Background: an optimization exercise with open tools, aiming at small area, a short achievable clock period and few clock cycles. Do not read the settings as production practice.
Function was checked by simulation only, so behaviour that the tests miss may differ from the original.
No activity file was given, so power comes from the tool's default toggle rates.

## flow/design.v (module list and top-level ports; edited modules follow where they fit)
// module mcv_sinc: 1237 lines
module mcv_sinc (
    input  wire        clk,
    input  wire        rst,
    input  wire        s_valid,
    output reg         s_ready,
    input  wire [1:0]  s_op,       
    input  wire [11:0] s_data,     
    output reg         o_valid,
    output reg  [15:0] o_filt,
    output reg         o_settled
);
  // ...
==> flow/flow/run.sh <==
#!/bin/bash
# The standard layout (standard.sh), with one change: the input and
# output ports are buffered with buf_2 rather than the cell buffer_ports
# picks by default. Everything else, synthesis included, is the standard flow.
set -euo pipefail
export BUFFER_PORTS_ARGS="-buffer_cell sky130_fd_sc_hd__buf_2"
bash standard.sh > standard.log 2>&1
==> flow/standard.sh <==
#!/bin/bash
# synth_recipe.tcl (not shown) runs the flow's synth.tcl, then flattens the netlist and writes it again
# the make line also repeats each setting of config.mk as NAME=value (left out here)
make -C /OpenROAD-flow-scripts/flow DESIGN_CONFIG=/design/flow/config.mk WORK_HOME=/design/flow/orfs CLKGATE_MAP_FILE= SYNTH_SCRIPT=/design/flow/synth_recipe.tcl "${@:-finish}"
==> flow/config.mk <==
export PLATFORM = sky130hd
export DESIGN_NAME = mcv_sinc
export DESIGN_NICKNAME = mcv_sinc
export VERILOG_FILES = /design/flow/design.v
export SDC_FILE = /design/flow/constraint.sdc
export NUM_CORES = 4
export LEC_CHECK = 0
export CAP_MARGIN = 20
export CORE_MARGIN = 2
export CORE_UTILIZATION = 60
export CTS_BUF_LIST = sky130_fd_sc_hd__clkbuf_16
export CTS_CLUSTER_DIAMETER = 80
export CTS_CLUSTER_SIZE = 25
export SLEW_MARGIN = 20
==> flow/constraint.sdc <==
create_clock -name core_clock -period 15.0 [get_ports {clk}]
set_input_delay 3.0000 -clock core_clock [delete_from_list [all_inputs] [get_ports {clk}]]
set_output_delay 3.0000 -clock core_clock [all_outputs]
set_load 0.01 [all_outputs]
==> notes.md, run 1 <==
* Met1 global-route usage at 35.7%
* Synth Flop Type: dfxtp_1
* Multi-In Gates at 3171
* Layout fillers at 7401
* Fmax at 0.232 GHz
* # Taps at 1176
* CP max stage delay at 0.45 ns
* Die width at 306 um
* Avg Cell Area, Syn at 10.7 um^2
* Setup bufs post-CTS at 0
* Post-cts resize count at 0
* Post-Synth Adder-Cell Area at 14.0%
* Area of the multi-input gates at 25700 um^2
* Number of port buffers at 35
* Crit path cell chain: buf_2
* Area delta synth->final at 5.53%
* Combinational share of power at 15.6%
* Syn_nets at 5616
* RR Startpoint: lenhn[8]
* First-pass GRT wire length at 207000 um
* Crit-path leading delay family: flip-flops
* Starting Density at 60.6%
* Yosys warnings at 2
* GP Congestion at 0.929
* Final-stage net count at 5486
* Most common cell after layout, fill and taps aside: dfxtp_1
* P_leak at 23.5 nW
* Maximum vdd drop at 119 uV
* Post-Layout Inst Area at 57600 um^2
* Pint at 5.15 mW
* Max-Cap Viols at 0
* Sequential area share after synthesis at 48.5%
* Hold path depth at 0
* Post-Syn Instances at 5127
* Synthesized area at 54600 um^2
* Clock-pin slew on the worst setup and hold paths at 0.09 ns
* Residual DRC count at 0
* Setup Skew at 0.0276 ns
* Layout cells sized above 1 at 4.78%
* Post-synth ARST share at 0%
* Status: complete, no violations
* Crit path buffers/inverters at 1
* Post-synthesis mux area share at 1.61%
* Bufs w/o clock at 91
Testbench counts, summed over its fixed seeds: cycles 12,952.
==> run 2, diff against run 1 <==
--- a/flow/design.v
+++ b/flow/design.v
@@ -510,33 +510,33 @@
         s1_d     <= len;
         s1_r0    <= cq_r0;
         s1_r1    <= cq_r1;
     end
     reg [18:0] int1;
     reg [21:0] int2;
     reg [24:0] int3;
     reg [27:0] int4;
-    reg        s2_v, s2_first, s2_set, s2_g;  reg [1:0] s2_k; reg [3:0] s2_d;
-    reg        s3_v, s3_first, s3_set, s3_g;  reg [1:0] s3_k; reg [3:0] s3_d;
-    reg        s4_v, s4_set, s4_g;            reg [1:0] s4_k; reg [3:0] s4_d;
+    reg        s2_v, s2_first, s2_set, s2_z;  reg [1:0] s2_k; reg [3:0] s2_d;
+    reg        s3_v, s3_first, s3_set, s3_z;  reg [1:0] s3_k; reg [3:0] s3_d;
+    reg        s4_v, s4_set, s4_z;            reg [1:0] s4_k; reg [3:0] s4_d;
     reg        s5_v, s5_set;            reg [1:0] s5_k; reg [3:0] s5_d; reg [4:0] s5_sh;
     always @(posedge clk) begin
         if (s1_v)
             int1 <= (s1_g ? 19'd0 : int1) + s1_r0 + s1_r1 + {7'd0, ring[0]};    
         s2_v <= s1_v && !rst; s2_first <= s1_first; s2_set <= s1_set; s2_k <= s1_k; s2_d <= s1_d;
-        s2_g <= s1_first || s1_k < 2'd2;
-        int2 <= ((s2_v && s2_g) ? 22'd0 : int2)
+        s2_z <= s1_v && (s1_first || s1_k < 2'd2) && !rst;
+        int2 <= (s2_z ? 22'd0 : int2)
               + (s2_v ? {{3{int1[18]}}, int1} : 22'd0);
         s3_v <= s2_v && !rst; s3_first <= s2_first; s3_set <= s2_set; s3_k <= s2_k; s3_d <= s2_d;
-        s3_g <= s2_first || s2_k == 2'd0;
-        int3 <= ((s3_v && s3_g) ? 25'd0 : int3)
+        s3_z <= s2_v && (s2_first || s2_k == 2'd0) && !rst;
+        int3 <= (s3_z ? 25'd0 : int3)
               + (s3_v ? {{3{int2[21]}}, int2} : 25'd0);
-        s4_v <= s3_v && !rst; s4_g <= s3_first; s4_set <= s3_set; s4_k <= s3_k; s4_d <= s3_d;
-        int4 <= ((s4_v && s4_g) ? 28'd0 : int4)
+        s4_v <= s3_v && !rst; s4_z <= s3_v && s3_first && !rst; s4_set <= s3_set; s4_k <= s3_k; s4_d <= s3_d;
+        int4 <= (s4_z ? 28'd0 : int4)
               + (s4_v ? {{3{int3[24]}}, int3} : 28'd0);
         s5_v <= s4_v && !rst; s5_set <= s4_set; s5_k <= s4_k; s5_d <= s4_d;
         s5_sh <= rom_sh({s4_k, s4_d});
     end
     wire [4:0]  shn  = s5_sh;
     wire [32:0] sh0  = {int4, 5'd0};
     wire [32:0] sh1  = shn[4] ? {16'd0, sh0[32:16]} : sh0;
     wire [32:0] sh2  = shn[3] ? {8'd0, sh1[32:8]} : sh1;
==> flow/config.mk (replaced) <==
export PLATFORM = sky130hd
export DESIGN_NAME = mcv_sinc
export DESIGN_NICKNAME = mcv_sinc
export VERILOG_FILES = /design/flow/design.v
export SDC_FILE = /design/flow/constraint.sdc
export NUM_CORES = 4
export LEC_CHECK = 0
export CAP_MARGIN = 20
export CORE_MARGIN = 2
export CORE_UTILIZATION = 60
export CTS_BUF_LIST = sky130_fd_sc_hd__clkbuf_16
export CTS_CLUSTER_DIAMETER = 90
export CTS_CLUSTER_SIZE = 30
export SLEW_MARGIN = 20
==> notes.md, run 2 <==
* Status: complete, no violations
* Max FFs per register at 768
* Combinational share of power at 16.9% (+1.3 points)
* Fmax at 0.239 GHz (+2.8%)
* Initial antenna violation count at 3
* First-pass GRT wire length at 218000 um (+5.2%)
* Post-synth ARST share at 0% (unchanged)
* Post-DP Area at 55800 um^2
* Starting Density at 60.7% (+0.15 points)
* Routed wire per std cell at 22.7 um
* Vias per cell at 6.08
* TritonRoute pass-1 iters at 7
* Worst Reg-to-Reg Cells at 11
* GP Congestion at 0.923 (-0.70%)
* Std cell rows at 110
* Grt ovf at 0
* Final setup viols at 0
* WL final at 141000 um
* Total core area at 90300 um^2
* Post-synth EDFFs at 19
* Worst Path Arrival at 1.19 ns
* CP required at 12.00 ns
* Pwr per Cell Area at 122 nW/um^2
* Die width at 306 um (+0.19%)
* Critical path depth at 1
* Worst slew margin at 34.3%
* Hold path depth at 0 (unchanged)
* Number of port buffers at 35 (unchanged)
* Clock Path Buffers at 3
* Syn_nets at 5665 (+0.87%)
* Crit path buffers/inverters at 1 (unchanged)
* Clock latency on the worst-skew pair at 0.74 ns
* Final hold violation count at 0
* HPWL Detailed at 99400 um
* TritonCTS buffer count at 56
* Post-Layout Inst Area at 57500 um^2 (-0.15%)
* Ant. Diodes at 0
* Share of the synthesized area in the top cell type at 47.3%
* Worst hold path type: register to register
* RSZ-0062 raised after global routing: no
* Crit end category: output port
* Crit-path leading delay family: flip-flops
* Root Driver: clkbuf_16
* Clock power share at 26.6%
* Most common cell after layout, fill and taps aside: dfxtp_1
* CP max stage delay at 0.34 ns (-0.11 ns)
* IO Count at 36
* Setup Skew at 0.0776 ns (+0.0500 ns)
* Sequential share of power at 56.5%
* H-tree depth at 2
* Slowest cell on crit path: dfxtp_1
* Final-stage net count at 5521 (+0.64%)
* Top flop regs: ring x768, int4 x28, int3 x25
* GRT Overall Usage at 29.7%
* Worst-margin pin slew at 0.984 ns
* NetSw at 2.01 mW
* Most frequent cells in the layout: 1287 x dfxtp_1, 346 x inv_1, 286 x a22oi_1
* Routed Antenna Nets at 0
* Commonest cells in the netlist: 1295 x dfxtp_1, 344 x inv_1, 286 x a22oi_1, 252 x nor2_1, 247 x xnor2_1
* Count leader, synth: dfxtp_1
* Layout cells sized above 1 at 4.63% (-0.15 points)
* Layout fillers at 7414 (+0.18%)
* Area contributors post-synth: dfxtp_1 47%, fa_1 8.4%, ha_1 5.5%, xnor2_1 3.9%, a22oi_1 3.9%
* Setup crit start kind: register
* Die height at 306 um
* Sequential area share after synthesis at 48.3% (-0.19 points)
* Area delta synth->final at 4.95%
* Tmin final at 4.19 ns
* Max Slew Vio Count at 0
* Synth Flop Type: dfxtp_1
* Yosys warnings at 2 (unchanged)
* Residual DRC count at 0 (unchanged)
* Post-Syn Instances at 5176 (+0.96%)
* Final Cycle Share at 27.9%
* Via count at 37885
* Net Sw Frac at 28.6%
* Largest net degree at the start of global routing at 73
* Vias in the first global route at 36842
* Hold buffers post-CTS at 0
* Largest register by flop count: ring
* Clock-pin slew on the worst setup and hold paths at 0.11 ns (+0.02 ns)
* Post-cts resize count at 0 (unchanged)
* WS Path Type: register to output port
* Iteration-0 DRC Markers at 4157
* Setup bufs post-CTS at 0 (unchanged)
* P_leak at 23.2 nW (-1.0%)
* Avg Cell Area, Syn at 10.6 um^2 (-0.56%)
* Max-Cap Viols at 0 (unchanged)
* Pint at 5.02 mW (-2.5%)
* Synthesis-stage register bit count at 1314
* Netlist cell types at 90
* TNS Setup at 0 ns
* Worst Path Max Fanout at 2
* Cell taking the most area after synthesis: dfxtp_1
* Maximum vdd drop at 120 uV (+1.0%)
* Synthesized area at 54800 um^2 (+0.39%)
* Crit path cell chain: buf_2
* Die ar. at 93800 um^2
* Clock Sinks at 1314
* CTS tree: built
==> run 2: per-stage QoR <==
stage                     utilization (%)  hold slack [ns]  power, mW  std cells  setup slack (ns)
after global routing                 63.7            0.316       7.38       6229             10.70
after detailed placement             61.8            0.312       5.24       6150             10.50
after global placement               61.8            0.310       5.21       6150             10.49
final                                63.7            0.288       7.03       6229             10.81
after CTS                            63.7            0.298       7.09       6229             10.77
after floorplan                         -            0.310       4.86       5176             11.03
==> run 2: power groups by stage <==
stage	combinational, mW	sequential, mW	clock [mW]
floorplan	0.913	3.94	0
global placement	1.17	4.05	0
detailed placement	1.19	4.05	0
CTS	1.20	3.97	1.91
global route	1.35	4.00	2.03
finish	1.19	3.97	1.87
==> run 2: layer usage <==
metal  wire [um]  track usage, %  share of wire (%)  up-vias
met5          17               0              0.012        -
met2       65400            48.6                 46     1620
met3        9760            4.47                6.9      349
met1       60300            39.8                 43    18258
met4        5690            11.6                4.0        2
li1            -               -                  -    17656
==> run 2: cells by family after synthesis <==
family | count (synthesis) | synth area share, %
other cells | 1 | 0.00684
buf+inv | 646 | 4.44
flops | 1314 | 48.3
simple gates | 1006 | 9.00
fa+ha+maj | 472 | 13.9
compound gates | 1279 | 16.7
xor+xnor | 389 | 6.21
mux | 69 | 1.42
==> run 2: area by class of cell <==
cell class,instances,area (um^2),share of cell area [%]
Clock buffer,56,1400,2.44
Clock inverter,23,353,0.613
Inverter,356,1340,2.32
Multi-Input combinational cell,3216,25900,45.0
Sequential cell,1314,26500,46.1
Tap cell,1176,1470,2.56
Timing Repair Buffer,88,573,0.996
==> run 2: path summary, 6_finish.rpt <==
| check | endpoint | slack, ns | start |
|---|---|---|---|
| setup / recovery | s_ready | 10.81 | s_ready |
| hold / removal | ring[51][4] | 0.29 | ring[50][4] |
| setup reg to reg | s1_r0[10] | 10.88 | lenhn[2] |
| hold reg to reg | ring[51][4] | 0.29 | ring[50][4] |
Testbench counts of run 2, summed over its fixed seeds: cycles 12,952.
==> run 3, diff against run 2 <==
--- a/flow/config.mk
+++ b/flow/config.mk
@@ -9,6 +9,6 @@
 export CORE_MARGIN = 2
 export CORE_UTILIZATION = 60
 export CTS_BUF_LIST = sky130_fd_sc_hd__clkbuf_16
-export CTS_CLUSTER_DIAMETER = 90
-export CTS_CLUSTER_SIZE = 30
+export CTS_CLUSTER_DIAMETER = 80
+export CTS_CLUSTER_SIZE = 25
 export SLEW_MARGIN = 20
==> notes.md, run 3 <==
* Status: complete, no violations
* Sequential area share after synthesis at 48.3% (unchanged)
* Tmin final at 4.16 ns (-0.0299 ns)
* Area contributors post-synth: dfxtp_1 47%, fa_1 8.4%, ha_1 5.5%, xnor2_1 3.9%, a22oi_1 3.9%
* TritonRoute pass-1 iters at 7 (unchanged)
* Die width at 306 um (unchanged)
* Vias per cell at 6.09 (+0.18%)
* Post-Syn Instances at 5176 (unchanged)
* TNS Setup at 0 ns (unchanged)
* FF+latch area at 26500 um^2 (unchanged)
* Count leader, synth: dfxtp_1
* Post-Place Setup Slack at 10.50 ns (unchanged)
* Clock latency on the worst-skew pair at 0.70 ns (-0.04 ns)
* Starting Density at 60.7% (unchanged)
* Post-cts resize count at 0 (unchanged)
* Crit path buffers/inverters at 1 (unchanged)
* RSZ-0062 raised after global routing: no
* Synth Flop Type: dfxtp_1
* CP max stage delay at 0.35 ns (about the same)
* Worst hold path type: register to register
* Commonest cells in the netlist: 1295 x dfxtp_1, 344 x inv_1, 286 x a22oi_1, 252 x nor2_1, 247 x xnor2_1
* Iteration-0 DRC Markers at 3999 (-3.8%)
* Clock Sinks at 1314 (unchanged)
* Setup bufs post-CTS at 0 (unchanged)
* Final Cycle Share at 27.7% (-0.20 points)
* Post-DP Area at 55800 um^2 (unchanged)
* Die height at 306 um (unchanged)
* Largest register by flop count: ring
* Fin worst setup slack at 10.84 ns (+0.0299 ns)
* Hold buffers post-CTS at 0 (unchanged)
* Via count at 38045 (+0.42%)
* Post-synth ARST share at 0% (unchanged)
* Initial antenna violation count at 2 (-1)
* Worst Path Max Fanout at 1 (-1)
* Residual DRC count at 0 (unchanged)
* Most common cell after layout, fill and taps aside: dfxtp_1
* Grt ovf at 0 (unchanged)
* TritonCTS buffer count at 67 (+20%)
* Hold path depth at 0 (unchanged)
* CTS tree: built
* Clock-pin slew on the worst setup and hold paths at 0.10 ns (about the same)
* Synthesis-stage register bit count at 1314 (unchanged)
* Area of the multi-input gates at 25900 um^2 (unchanged)
* Routed wire per std cell at 22.7 um (+0.34%)
* Layout fillers at 7377 (-0.50%)
* Slowest cell on crit path: dfxtp_1
* Worst Reg-to-Reg Cells at 11 (unchanged)
* Maximum vdd drop at 116 uV (-3.5%)
* Root Driver: clkbuf_16
* Synthesized area at 54800 um^2 (unchanged)
* Worst-margin pin slew at 1.01 ns (+0.0208 ns)
* HPWL Detailed at 99400 um (unchanged)
* Post-synth EDFFs at 19 (unchanged)
* Top flop regs: ring x768, int4 x28, int3 x25
* Share of the synthesized area in the top cell type at 47.3% (unchanged)
* Max Slew Vio Count at 0 (unchanged)
* Post-Layout Inst Area at 57800 um^2 (+0.51%)
* GP Congestion at 0.923 (unchanged)
* Final hold violation count at 0 (unchanged)
* Total core area at 90300 um^2 (unchanged)
* Worst slew margin at 32.9% (-1.4 points)
* Worst Path Arrival at 1.16 ns (-0.03 ns)
* Reg2reg end: s1_r0[10]
* Cell taking the most area after synthesis: dfxtp_1
* Crit end category: output port
* Netlist cell types at 90 (unchanged)
* Max-Cap Viols at 0 (unchanged)
* Syn_nets at 5665 (unchanged)
* Pwr per Cell Area at 124 nW/um^2 (+1.8%)
* Std cell rows at 110 (unchanged)
* IO Count at 36 (unchanged)
* Number of port buffers at 35 (unchanged)
* Vias in the first global route at 37040 (+0.54%)
* First-pass GRT wire length at 218000 um (+0.43%)
* Crit-path leading delay family: flip-flops
* RR Startpoint: lenhn[2]
* Hold Path Sink: ring[63][5]
* FF-to-FF setup slack at 10.90 ns (+0.02 ns)
* Routed Antenna Nets at 0 (unchanged)
* Layout cells sized above 1 at 4.82% (+0.19 points)
* Fmax at 0.241 GHz (+0.72%)
* Hold_sp: ring[62][5]
* Crit path cell chain: buf_2
* CP Launch Point: o_valid
* Clock Path Buffers at 3 (unchanged)
* Final-stage net count at 5532 (+0.20%)
* WS Path Type: register to output port
* Largest net degree at the start of global routing at 73 (unchanged)
* WL final at 142000 um (+0.58%)
* Setup crit start kind: register
* Area delta synth->final at 5.49%
* H-tree depth at 3 (+1)
* Yosys warnings at 2 (unchanged)
* P_leak at 23.4 nW (+0.59%)
* GRT Overall Usage at 30.0% (+0.27 points)
* CP required at 12.00 ns (about the same)
* Avg Cell Area, Syn at 10.6 um^2 (unchanged)
* Most frequent cells in the layout: 1287 x dfxtp_1, 349 x inv_1, 286 x a22oi_1
* Setup Skew at 0.0339 ns (-0.0437 ns)
* Die ar. at 93800 um^2 (unchanged)
* Max FFs per register at 768 (unchanged)
* Final setup viols at 0 (unchanged)
## run 3: cell counts after synthesis
No cell type changed its count.
## run 3: per-layer routing
metal	global-route usage [%]	wire, um	vias up
li1	-	-	17683
met1	40.1	60200	18290
met2	48.7	65500	1688
met3	4.51	9970	384
met4	12.7	6250	0
met5	0	0	-
## run 3: stage by stage
| stage | util (%) | total power, mW | hold slack, ns | instances |
|---|---|---|---|---|
| after floorplan | - | 4.86 | 0.310 | 5176 |
| after global placement | 61.8 | 5.21 | 0.310 | 6150 |
| after detailed placement | 61.8 | 5.24 | 0.312 | 6150 |
| after CTS | 64.0 | 7.25 | 0.315 | 6242 |
| after global routing | 64.0 | 7.55 | 0.332 | 6242 |
| final | 64.1 | 7.20 | 0.310 | 6244 |
## run 3: cells by family after synthesis
logic type	synth area share, %
multiplexers	1.42
AND/OR/NAND/NOR	9.00
flip-flops	48.3
XOR/XNOR	6.21
other	0.00684
AO/OA/AOI/OAI	16.7
adder cells (fa/ha/maj)	13.9
buffers and inverters	4.44
## run 3: how the worst max path moves through the flow
stage,end,slack [ns],depth (start not counted)
floorplan,s6b_h0[5],11.03,11
global placement,s_ready,10.49,5
detailed placement,s_ready,10.50,5
CTS,o_valid,10.79,1
global route,int1[18],10.78,11
finish,o_valid,10.84,1
## run 3: where the power goes
part | internal (mW) | total (mW) | leakage, nW | switching (mW)
sequential | 3.76 | 3.97 | 10.7 | 0.211
clock | 0.878 | 2.04 | 0.997 | 1.16
combinational | 0.533 | 1.18 | 11.7 | 0.652
## run 3: cell type report
cell class / count / share of cell area (%)
inverters: 356 / 2.31
diodes: 2 / 0.00865
repair buffers: 88 / 0.991
clock inverters: 25 / 0.634
well taps: 1176 / 2.54
flip-flops and latches: 1314 / 45.8
clock buffers: 67 / 2.90
multi-input cells: 3216 / 44.8

## separate check: timing with driven ports
Ports are ideal in the flow. The routed layouts listed here were re-timed in OpenROAD.
Step 1, drivers: a clkbuf_16 drives clk and a buf_2 each remaining input, both assumed.
Step 2 adds t to the input delays and takes it off the output delays; t is the mean of the earliest and latest rising clock arrival at the registers after step 1. Input paths then give back, and output paths get back, about the clock's delay inside the block.
Three values: ideal ports, drivers, drivers and shift; two values: the first two.
| run | t (ns) | slack for setup (ns) | hold slack, ns | worst register clock-pin slew, ns | pins driven straight from the clock port |
|---|---|---|---|---|---|
| run 1 | 0.736 | 10.697 / 10.625 / 10.530 | 0.324 / 0.324 / 0.324 | 0.10 / 0.10 | 1 |
| run 2 | 0.772 | 10.813 / 10.738 / 10.559 | 0.288 / 0.288 / 0.288 | 0.12 / 0.12 | 1 |
| run 3 | 0.754 | 10.843 / 10.769 / 10.527 | 0.310 / 0.310 / 0.310 | 0.10 / 0.10 | 1 |
After both steps setup and hold are still met in every run listed. For run 3, which loses most, drivers alone change the setup slack by -0.074 ns; drivers and shift together by -0.316 ns.
